This design comes from an exercise in tuning for small area and a short achievable clock period on the open sky130 flow, not from production work.
In this exercise RTL edits were held to simulation tests only and were not proved equivalent to the original.
The flow treats the clock pin as an ideal source, which a real chip does not have.

## ring_rx_check
module ring_rx_check (
    input  wire        clk,
    input  wire        rst,           
    input  wire        col_valid,     
    input  wire [39:0] col_code,      
    input  wire        los,           
    output reg         v_valid,       
    output reg  [3:0]  v_reason,      
    output reg  [9:0]  v_len,         
    output wire [95:0] v_hdr,         
    output reg  [15:0] cnt_good,
    output reg  [15:0] cnt_hcrc,
    output reg  [15:0] cnt_bad,
    output wire [63:0] cnt_cv         
);
For scale: ~440 flip-flops.
==> flow/config.mk <==
export PLATFORM = sky130hd
export DESIGN_NAME = ring_rx_check
export DESIGN_NICKNAME = ring_rx_check
export VERILOG_FILES = /design/flow/design.v
export SDC_FILE = /design/flow/constraint.sdc
export NUM_CORES = 4
export LEC_CHECK = 0
export CAP_MARGIN = 20
export CORE_MARGIN = 2
export CORE_UTILIZATION = 60
export SLEW_MARGIN = 20
export SYNTH_MEMORY_MAX_BITS = 16384
==> flow/constraint.sdc <==
create_clock -name core_clock -period 11.0 [get_ports {clk}]
set_input_delay 2.2000 -clock core_clock [delete_from_list [all_inputs] [get_ports {clk}]]
set_output_delay 2.2000 -clock core_clock [all_outputs]
set_load 0.01 [all_outputs]
standard.sh (not shown) runs the stock make flow with config.mk's settings and CLKGATE_MAP_FILE= SYNTH_SCRIPT=/design/flow/synth_recipe.tcl, a recipe that flattens the netlist after the stock synthesis.
==> flow/flow/run.sh <==
#!/bin/bash
# The standard layout (standard.sh: the standard synthesis and ORFS steps,
# unchanged), with two settings changed for the make run:
#  - CTS_ARGS: ORFS's own clock_tree_synthesis arguments without the dummy
#    loads CTS adds to balance the tree.
# Every ORFS step writes its own log under orfs/logs; make's output goes to
# make.log here.
set -euo pipefail
bash standard.sh SETUP_SLACK_MARGIN=7.62 \
    "CTS_ARGS=-sink_clustering_enable -repair_clock_nets -dont_use_dummy_load" \
    "BUFFER_PORTS_ARGS=-buffer_cell sky130_fd_sc_hd__buf_1" \
    finish > make.log 2>&1
Next try:
--- a/flow/flow/run.sh
+++ b/flow/flow/run.sh
@@ -9 +9 @@
-bash standard.sh SETUP_SLACK_MARGIN=7.62 \
+bash standard.sh SETUP_SLACK_MARGIN=7.55 \
Effect:
- synthesized area stays the same
- cell count is about the same
- hold slack barely changes
- non-clock buffer count shrinks by 1
- core utilization shrinks by 0.69 points
- die area stays the same
Next try:
--- a/flow/flow/run.sh
+++ b/flow/flow/run.sh
@@ -3,3 +3,5 @@
-# unchanged), with two settings changed for the make run:
-#  - CTS_ARGS: ORFS's own clock_tree_synthesis arguments without the dummy
-#    loads CTS adds to balance the tree.
+# unchanged), with three settings changed for the make run:
+#  - CTS_ARGS: ORFS's own clock_tree_synthesis arguments, without the dummy
+#    loads CTS adds to balance the tree;
+#  - BUFFER_PORTS_ARGS: every input and output port still gets its buffer,
+#    a buf_1 to start with (repair_timing sizes the output ones up).
@@ -9 +11 @@
-bash standard.sh SETUP_SLACK_MARGIN=7.55 \
+bash standard.sh SETUP_SLACK_MARGIN=7.62 \
CORE_UTILIZATION = 40   (was 60)
Worst hold slack is about the same.
Flip-flop and latch count is unchanged.
Fmax hardly moves.
Setup slack improved by 7.2 ps.
Final area rises by 3.6%.
Routed wire length went up by 8.0%.
Via count grows by 2.0%.
Count of clock-buffer cells in the layout increases by 2.
Next try:
==> flow/flow/run.sh (replaced) <==
#!/bin/bash
# The standard layout (standard.sh: the standard synthesis and ORFS steps,
# unchanged), with two settings changed for the make run:
#  - CTS_ARGS: ORFS's own clock_tree_synthesis arguments without the dummy
#    loads CTS adds to balance the tree.
# Every ORFS step writes its own log under orfs/logs; make's output goes to
# make.log here.
set -euo pipefail
bash standard.sh SETUP_SLACK_MARGIN=7.7 \
    "CTS_ARGS=-sink_clustering_enable -repair_clock_nets -dont_use_dummy_load -sink_clustering_levels 1" \
    "BUFFER_PORTS_ARGS=-buffer_cell sky130_fd_sc_hd__buf_1" \
    finish > make.log 2>&1
CORE_UTILIZATION = 60   (was 40)
Result: Routed wire length drops by 2.3%. Critical path depth is unchanged. Via count climbs by 1.5%. Worst setup slack barely changes. Global-route usage climbs by 9.2 points.

== amber ==
ring_rx_check, a different RTL version from the one above (not shown whole).
For scale: about 2400 cells after synthesis, roughly 430 flip-flops, about 270 I/O pins, roughly 24000 um2 of cells after synthesis.
==> flow/design.v (excerpt) <==
module ring_rx_check (
    input  wire        clk,
    input  wire        rst,           
    input  wire        col_valid,     
    input  wire [39:0] col_code,      
    input  wire        los,           
    output reg         v_valid,       
    output reg  [3:0]  v_reason,      
    output reg  [9:0]  v_len,         
    output wire [95:0] v_hdr,         
    output reg  [15:0] cnt_good,
    output reg  [15:0] cnt_hcrc,
    output reg  [15:0] cnt_bad,
    output wire [63:0] cnt_cv         
);
clock: 11.0 ns
lec_check: 0
cap_margin: 20
core_margin: 2
core_utilization: 40
slew_margin: 20
synth_memory_max_bits: 16384
==> flow/flow/run.sh <==
#!/bin/bash
set -euo pipefail
bash standard.sh SETUP_SLACK_MARGIN=7.7 "CTS_ARGS=-sink_clustering_enable -repair_clock_nets -dont_use_dummy_load -sink_clustering_size 30 -sink_clustering_max_diameter 70" finish > make.log 2>&1
Every stage of the flow completed for amber, and the final layout passed the timing, DRC and antenna checks.
For sierra, these inputs were changed with respect to amber:
- swapping 40 for 60 in CORE_UTILIZATION
==> flow/flow/run.sh <==
#!/bin/bash
# The standard layout (standard.sh: the standard synthesis and ORFS steps,
# unchanged), with two settings changed for the make run:
#  - CTS_ARGS: ORFS's own clock_tree_synthesis arguments without the dummy
#    loads CTS adds to balance the tree.
# Every ORFS step writes its own log under orfs/logs; make's output goes to
# make.log here.
set -euo pipefail
bash standard.sh SETUP_SLACK_MARGIN=7.7 \
    "CTS_ARGS=-sink_clustering_enable -repair_clock_nets -dont_use_dummy_load" \
    finish > make.log 2>&1
==> run summary <==
sierra: no failed stages, no open violations at the end. Per the comparison of sierra with amber, setup slack picked up an extra 0.096 ns; finished layout cell area moved down; maximum number of pins on one net before global-route repair increased 19; portion of the clock cycle consumed by the worst path in the final layout saw a decrease. Of sierra and amber, it is sierra that has the higher clock buffer instance count of the final layout. Summary of sierra over amber: layout-stage area growth over the synthesis result now smaller.
Modified inputs, zinc compared to sierra
- a change of CORE_UTILIZATION from 60 to 40
==> flow/flow/run.sh <==
#!/bin/bash
# Standard layout (the standard.sh, unchanged synthesis and steps), with
# repair_timing asked for a larger setup margin so that the paths with slack
# to spare at the design's period are optimised too.  Every step's log is
# kept by ORFS under orfs/logs; make's own output goes to make.log.
set -euo pipefail
bash standard.sh SETUP_SLACK_MARGIN=7.7 finish > make.log 2>&1
--- outcome ---
Compared with sierra, zinc degrades die area.
| count of TritonRoute iterations in the first routing pass | higher: sierra |
[compare] base=sierra new=zinc: utilization fell by 22 points, via count shows an increase of about 1.4%.
Setup WNS sierra -> zinc: worse
Modified inputs, indigo compared to zinc
--- a/flow/flow/run.sh
+++ b/flow/flow/run.sh
@@ -6,2 +6,2 @@
 set -euo pipefail
-bash standard.sh SETUP_SLACK_MARGIN=7.7 finish > make.log 2>&1
+bash standard.sh SETUP_SLACK_MARGIN=7.95 finish > make.log 2>&1
Results
zinc | status: complete | timing, DRC, antenna: pass
indigo: no failed stages, no open violations at the end
The final reports for indigo and zinc show met1 layer wirelength in the final routing higher in the former.
Row sequential fraction of total cell area: indigo lower / zinc higher
Looking at critical path capture point, the v_hdr[6] result is from indigo; the v_hdr[7] one comes from zinc.
In the flow results for zinc and indigo, the met2 layer usage reported by global route is smaller on indigo.
On global-route usage, the higher figure sits with zinc, not indigo.
Compared with zinc, indigo improves final period demand of the worst path.
Side by side, wire length of the first global-routing pass turned out lower in indigo than in zinc.
Via count for indigo: about 0.37% up relative to zinc
Looking at final cell utilization of the core, indigo sits above zinc.
### indigo -> raven
==> flow/flow/run.sh <==
#!/bin/bash
set -euo pipefail
bash standard.sh SETUP_SLACK_MARGIN=7.7 "CTS_ARGS=-sink_clustering_enable -repair_clock_nets -dont_use_dummy_load" finish > make.log 2>&1
- indigo -> raven: overall global routing resource usage flat
- Worst-case hold slack, indigo and raven: larger value in indigo
- Between raven and indigo, the clock edge transition at the registers on the reported setup and hold paths figures differ only marginally.
- Non-clock buffer count: raven vs indigo down 51
- On first-pass GRT wire length, indigo and raven are neck and neck.
- Wire: raven routes less than indigo
- Going from indigo to raven, cell count shrank by a few percent.
The inputs of quartz differ from those of raven as listed below.
==> flow/flow/run.sh <==
#!/bin/bash
# The standard layout (standard.sh: the standard synthesis and ORFS steps,
# unchanged), with two settings changed for the make run:
#  - CTS_ARGS: ORFS's own clock_tree_synthesis arguments without the dummy
#    loads CTS adds to balance the tree.
# Every ORFS step writes its own log under orfs/logs; make's output goes to
# make.log here.
set -euo pipefail
bash standard.sh SETUP_SLACK_MARGIN=7.7 \
    "CTS_ARGS=-sink_clustering_enable -repair_clock_nets -dont_use_dummy_load" \
    finish > make.log 2>&1
Per the comparison of quartz with raven, count of placed standard cells including taps was more or less identical, register bit total from synthesis was more or less identical, compound-cell area share of the yosys netlist was more or less identical, routed length on met1 was more or less identical. Changes observed in quartz relative to raven: mux share of post-synthesis cell area ~0 delta; worst hold margin was more or less identical. Re met1 track utilization from global routing: no difference whatsoever between raven and quartz. Comparing quartz against raven, there is no change at all in number of nets in the final layout.

[port drivers added, routing unchanged]
The flow's constraints put no driver on any port. The routed layouts listed below were extracted and timed again, unchanged, in two steps. Step 1 (the two cells are an assumption about what drives the block):
set clk [get_ports {clk}]
set_driving_cell -lib_cell sky130_fd_sc_hd__clkbuf_16 $clk
set_driving_cell -lib_cell sky130_fd_sc_hd__buf_2 [delete_from_list [all_inputs] $clk]
Step 2 also shifts input and output timing later by t, the mid clock arrival at the registers, as if the neighbouring blocks saw the same clock. Slacks: ideal / step 1 / step 2; pairs: ideal / step 1.
run | t, ns | setup WS [ns] | worst setup path after step 2 | latest minus earliest clock arrival (ns)
the first run of note 1 | 0.623 | 7.596 / 7.539 / 7.383 | input to register | 0.055 / 0.054
the second run of note 1 | 0.620 | 7.587 / 7.529 / 7.126 | input to register | 0.050 / 0.050
the third run of note 1 | 0.619 | 7.595 / 7.539 / 7.131 | input to register | 0.091 / 0.091
the fourth run of note 1 | 0.623 | 7.594 / 7.537 / 7.368 | input to register | 0.055 / 0.055
amber | 0.653 | 7.463 / 7.400 / 7.294 | input to register | 0.088 / 0.087
sierra | 0.613 | 7.559 / 7.503 / 7.567 | input to register | 0.041 / 0.041
zinc | 0.665 | 7.495 / 7.437 / 7.280 | input to register | 0.041 / 0.041
indigo | 0.653 | 7.542 / 7.482 / 7.451 | input to register | 0.020 / 0.021
raven | 0.629 | 7.543 / 7.485 / 7.322 | input to register | 0.089 / 0.089
quartz | 0.629 | 7.543 / 7.485 / 7.322 | input to register | 0.089 / 0.089
After both steps every run listed still meets setup and hold. For the third run of note 1, which loses most, drivers alone change the setup slack by -0.056 ns; drivers and shift together by -0.464 ns.
